Context: an optimization exercise on an open-source flow, tuned for small area. The choices shown serve that exercise and are no tape-out recipe.
In this exercise RTL edits were held to simulation tests only and were not proved equivalent to the original.
The clock port is modelled as an ideal driver; clocking choices that lean on that would not hold on a real chip.
Power is estimated from default activity; no workload was simulated.

Design word_codec, start of the top module:
module word_codec (
    input              clk,
    input              rst,
    input              enc_valid,
    input              enc_dram,
    input              enc_poison,
    input      [127:0] enc_data,
    input      [23:0]  enc_addr,
    input      [17:0]  enc_row,
    output reg         enc_out_valid,
    output reg [15:0]  enc_check,
    input              dec_valid,
    input              dec_dram,
    input      [127:0] dec_data,
    input      [15:0]  dec_check,
    input      [23:0]  dec_addr,
    input      [17:0]  dec_row,
    output reg         dec_out_valid,
    output reg [127:0] dec_out_data,
    output reg [8:0]   dec_out_check,
    output reg [2:0]   dec_class,
    output reg         dec_hash_err,
    output             dec_ce,
    output             dec_ue
);
    wire e_l1m = enc_addr[13] & ~enc_dram;
    wire e_l1_0 = enc_data[27] ^ enc_data[53];
    wire e_l1_1 = enc_data[68] ^ enc_data[84];
    wire e_l1_2 = enc_data[110] ^ enc_data[125];
    wire e_l1_3 = e_l1_0 ^ e_l1_1;
    wire e_l1_4 = e_l1_2 ^ e_l1m;
    wire e_l1_5 = e_l1_3 ^ e_l1_4;
    wire e_l3m = enc_addr[15] & ~enc_dram;
    wire e_l3_0 = enc_data[5] ^ enc_data[16];
    wire e_l3_1 = enc_data[29] ^ enc_data[42];
    wire e_l3_2 = enc_data[55] ^ enc_data[70];
    wire e_l3_3 = enc_data[86] ^ enc_data[99];
    wire e_l3_4 = enc_data[112] ^ enc_data[127];
    wire e_l3_5 = e_l3_0 ^ e_l3_1;
    wire e_l3_6 = e_l3_2 ^ e_l3_3;
    wire e_l3_7 = e_l3_4 ^ e_l3m;
    wire e_l3_8 = e_l3_5 ^ e_l3_6;
    wire e_l3_9 = e_l3_8 ^ e_l3_7;
    wire e_l5a_0 = enc_addr[1] ^ enc_addr[17];
    wire e_l5m = e_l5a_0 & ~enc_dram;
    wire e_l5_0 = enc_data[6] ^ enc_data[17];
    wire e_l5_1 = enc_data[31] ^ enc_data[43];
    wire e_l5_2 = enc_data[57] ^ enc_data[72];
    wire e_l5_3 = enc_data[88] ^ enc_data[100];
    wire e_l5_4 = enc_data[114] ^ e_l5m;
    wire e_l5_5 = e_l5_0 ^ e_l5_1;
    wire e_l5_6 = e_l5_2 ^ e_l5_3;
    wire e_l5_7 = e_l5_5 ^ e_l5_6;
    wire e_l5_8 = e_l5_7 ^ e_l5_4;
    wire e_l7a_0 = enc_addr[3] ^ enc_addr[19];
    wire e_l7m = e_l7a_0 & ~enc_dram;
    wire e_l7_0 = enc_data[0] ^ enc_data[8];
    wire e_l7_1 = enc_data[19] ^ enc_data[33];
    wire e_l7_2 = enc_data[45] ^ enc_data[59];
    wire e_l7_3 = enc_data[74] ^ enc_data[90];
    wire e_l7_4 = enc_data[102] ^ enc_data[116];
    wire e_l7_5 = e_l7_0 ^ e_l7_1;
    wire e_l7_6 = e_l7_2 ^ e_l7_3;
  ...
Settings: LEC_CHECK=0, CAP_MARGIN=20, CORE_MARGIN=2, CORE_UTILIZATION=40, SLEW_MARGIN=20, BUFFER_PORTS_ARGS=-buffer_cell sky130_fd_sc_hd__buf_1, CTS_ARGS=-sink_clustering_enable -repair_clock_nets -dont_use_dummy_load -buf_list sky130_fd_sc_hd__clkbuf_8, POST_CTS_TCL=/design/flow/flow/post_cts.tcl; clock period 10.0 ns.
standard.sh (not shown) runs the stock make flow with config.mk's settings and CLKGATE_MAP_FILE= SYNTH_SCRIPT=/design/flow/synth_recipe.tcl, a recipe that flattens the netlist after the stock synthesis.
==> flow/flow/run.sh <==
#!/bin/bash
# Standard synthesis and layout, with:
#  - flow/extra.mk settings: every port still gets a buffer, of the smallest
#    buffer cell; the clock tree is built without dummy loads;
#  - the standard synthesis's combinational cells replaced by a gate-level
#    netlist (flow/mknet.py): the RTL's XOR networks gate for gate, the
#    syndrome decode and corrections as nand/nor/xor cells, and the class
#    logic from flow/cls_net.v; the standard synthesis's flip-flops (names,
#    cells, clock and outputs) are kept;
#  - flow/post_cts.tcl after CTS: smaller clock buffers where slew allows.
set -euo pipefail
cat flow/extra.mk >> config.mk
echo "export POST_CTS_TCL = $PWD/flow/post_cts.tcl" >> config.mk
R=orfs/results/sky130hd/word_codec/base
bash standard.sh synth > standard_synth.log 2>&1
cp $R/1_2_yosys.v standard_1_2_yosys.v
python3 flow/mknet.py design.v standard_1_2_yosys.v flow/cls_net.v $R/1_2_yosys.v > mknet.log 2>&1
rm -f $R/1_synth.odb $R/1_synth.sdc
bash standard.sh > standard.log 2>&1
==> flow/flow/clkdown.tcl <==
# Leaf clock buffers: try each at a smaller size, keep the smaller one when every
# flip-flop clock pin's slew stays under the limit.
proc my_clk_worst_slew {} {
  set worst 0
  foreach pin [get_pins -hierarchical */CLK] {
    set s [get_property $pin slew_max]
    if {$s > $worst} {set worst $s}
  }
  return $worst
}
proc my_clk_downsize {limit} {
  estimate_parasitics -placement
  set sizes {sky130_fd_sc_hd__clkbuf_1 sky130_fd_sc_hd__clkbuf_2 sky130_fd_sc_hd__clkbuf_4 sky130_fd_sc_hd__clkbuf_8 sky130_fd_sc_hd__clkbuf_16}
  set block [ord::get_db_block]
  foreach inst [$block getInsts] {
    set m [[$inst getMaster] getName]
    set k [lsearch $sizes $m]
    if {$k <= 0} continue
    if {![string match "clkbuf*" [$inst getName]]} continue
    # the root buffer keeps its size: it sets the input slew of every leaf
    if {[$inst getName] eq "clkbuf_0_clk"} continue
    for {set j 0} {$j < $k} {incr j} {
      set trial [lindex $sizes $j]
      replace_cell [$inst getName] $trial
      estimate_parasitics -placement
      if {[my_clk_worst_slew] <= $limit} {
        puts "clock buffer [$inst getName]: $m -> $trial"
        set m $trial
        break
      }
      replace_cell [$inst getName] $m
    }
  }
  estimate_parasitics -placement
  puts "clock pins worst slew [my_clk_worst_slew]"
}
==> flow/flow/post_cts.tcl <==
source [file join [file dirname [info script]] clkdown.tcl]
my_clk_downsize 0.114
Other scripts of this flow, unchanged in this note and not shown: flow/flow/cls.v, flow/flow/cls_net.v, flow/flow/extra.mk, flow/flow/mknet.py
Next try:
--- a/flow/flow/clkdown.tcl
+++ b/flow/flow/clkdown.tcl
@@ -1,2 +1,2 @@
-# Leaf clock buffers: try each at a smaller size, keep the smaller one when every
+# Clock buffers: try each at a smaller size, keep the smaller one when every
 # flip-flop clock pin's slew stays under the limit.
@@ -19,4 +19,2 @@
     if {![string match "clkbuf*" [$inst getName]]} continue
-    # the root buffer keeps its size: it sets the input slew of every leaf
-    if {[$inst getName] eq "clkbuf_0_clk"} continue
     for {set j 0} {$j < $k} {incr j} {
==> flow/flow/post_cts.tcl (replaced) <==
source [file join [file dirname [info script]] clkdown.tcl]
my_clk_downsize 0.120
- synthesized cell count does not change
- combinational power barely changes
- setup slack improves by 0.092 ns
- final area came out lower by 0.43%
- die area stays the same
- utilization came out lower by 0.22 points
- routed wire length barely changes
Next try:
--- a/flow/flow/clkdown.tcl
+++ b/flow/flow/clkdown.tcl
@@ -1,3 +1,5 @@
-# Clock buffers: try each at a smaller size, keep the smaller one when every
-# flip-flop clock pin's slew stays under the limit.
+# Leaf clock buffers: try each at a smaller size, and keep the smaller one
+# when the slew at every flip-flop clock pin it drives stays under the limit
+# (or, where it was already over, does not grow). The root buffer keeps its
+# size: it sets the input slew of every leaf.
 proc my_clk_worst_slew {} {
@@ -5,2 +7,13 @@
   foreach pin [get_pins -hierarchical */CLK] {
+    set s [get_property $pin slew_max]
+    if {$s > $worst} {set worst $s}
+  }
+  return $worst
+}
+proc my_clk_sink_slew {inst} {
+  set worst 0
+  set onet [[$inst findITerm X] getNet]
+  foreach it [$onet getITerms] {
+    if {[$it isOutputSignal]} continue
+    set pin [get_pins [[$it getInst] getName]/[[$it getMTerm] getName]]
     set s [get_property $pin slew_max]
@@ -14,2 +27,3 @@
   set block [ord::get_db_block]
+  set base [my_clk_worst_slew]
   foreach inst [$block getInsts] {
@@ -19,2 +33,4 @@
     if {![string match "clkbuf*" [$inst getName]]} continue
+    if {[$inst getName] eq "clkbuf_0_clk"} continue
+    set own [expr {max($limit, [my_clk_sink_slew $inst])}]
     for {set j 0} {$j < $k} {incr j} {
@@ -23,3 +39,3 @@
       estimate_parasitics -placement
-      if {[my_clk_worst_slew] <= $limit} {
+      if {[my_clk_sink_slew $inst] <= $own && [my_clk_worst_slew] <= max($limit, $base)} {
         puts "clock buffer [$inst getName]: $m -> $trial"
==> flow/flow/post_cts.tcl (replaced) <==
source [file join [file dirname [info script]] clkdown.tcl]
my_clk_downsize 0.113
The changed run ran to the end with no violations.
Core utilization barely changes.
Via count hardly moves.
Critical path depth is unchanged.
Setup slack got worse by 0.091 ns.
Total power rises by 0.62%.
Cell area stays flat.

## port drivers added, routing unchanged
The flow's constraints put no driver on any port. The routed layouts listed below were extracted and timed again, unchanged, in two steps. Step 1: set_driving_cell puts a clkbuf_16 on clk and a buf_2 on each other input, an assumption about the parent block. Step 2, shift: input delay + t, output delay - t, t = (earliest + latest rising clock arrival at the registers) / 2. This alone moves slack from input paths to output paths. a / b / c = no drivers / after step 1 / after step 2; a / b = the first two.
run | shift t [ns] | setup slack, ns | worst hold slack (ns) | latest minus earliest clock arrival (ns) | worst register clock-pin slew, ns
the first run | 0.479 | 3.872 / 3.900 / 3.422 | 1.740 / 1.716 / 2.195 | 0.055 / 0.055 | 0.11 / 0.11
the second run | 0.567 | 3.964 / 3.986 / 3.419 | 1.657 / 1.635 / 2.202 | 0.052 / 0.052 | 0.12 / 0.12
the third run | 0.466 | 3.873 / 3.897 / 3.431 | 1.758 / 1.737 / 2.203 | 0.040 / 0.040 | 0.12 / 0.12
After both steps setup and hold are still met in every run listed. For the second run, which loses most, drivers alone change the setup slack by +0.022 ns; drivers and shift together by -0.545 ns.
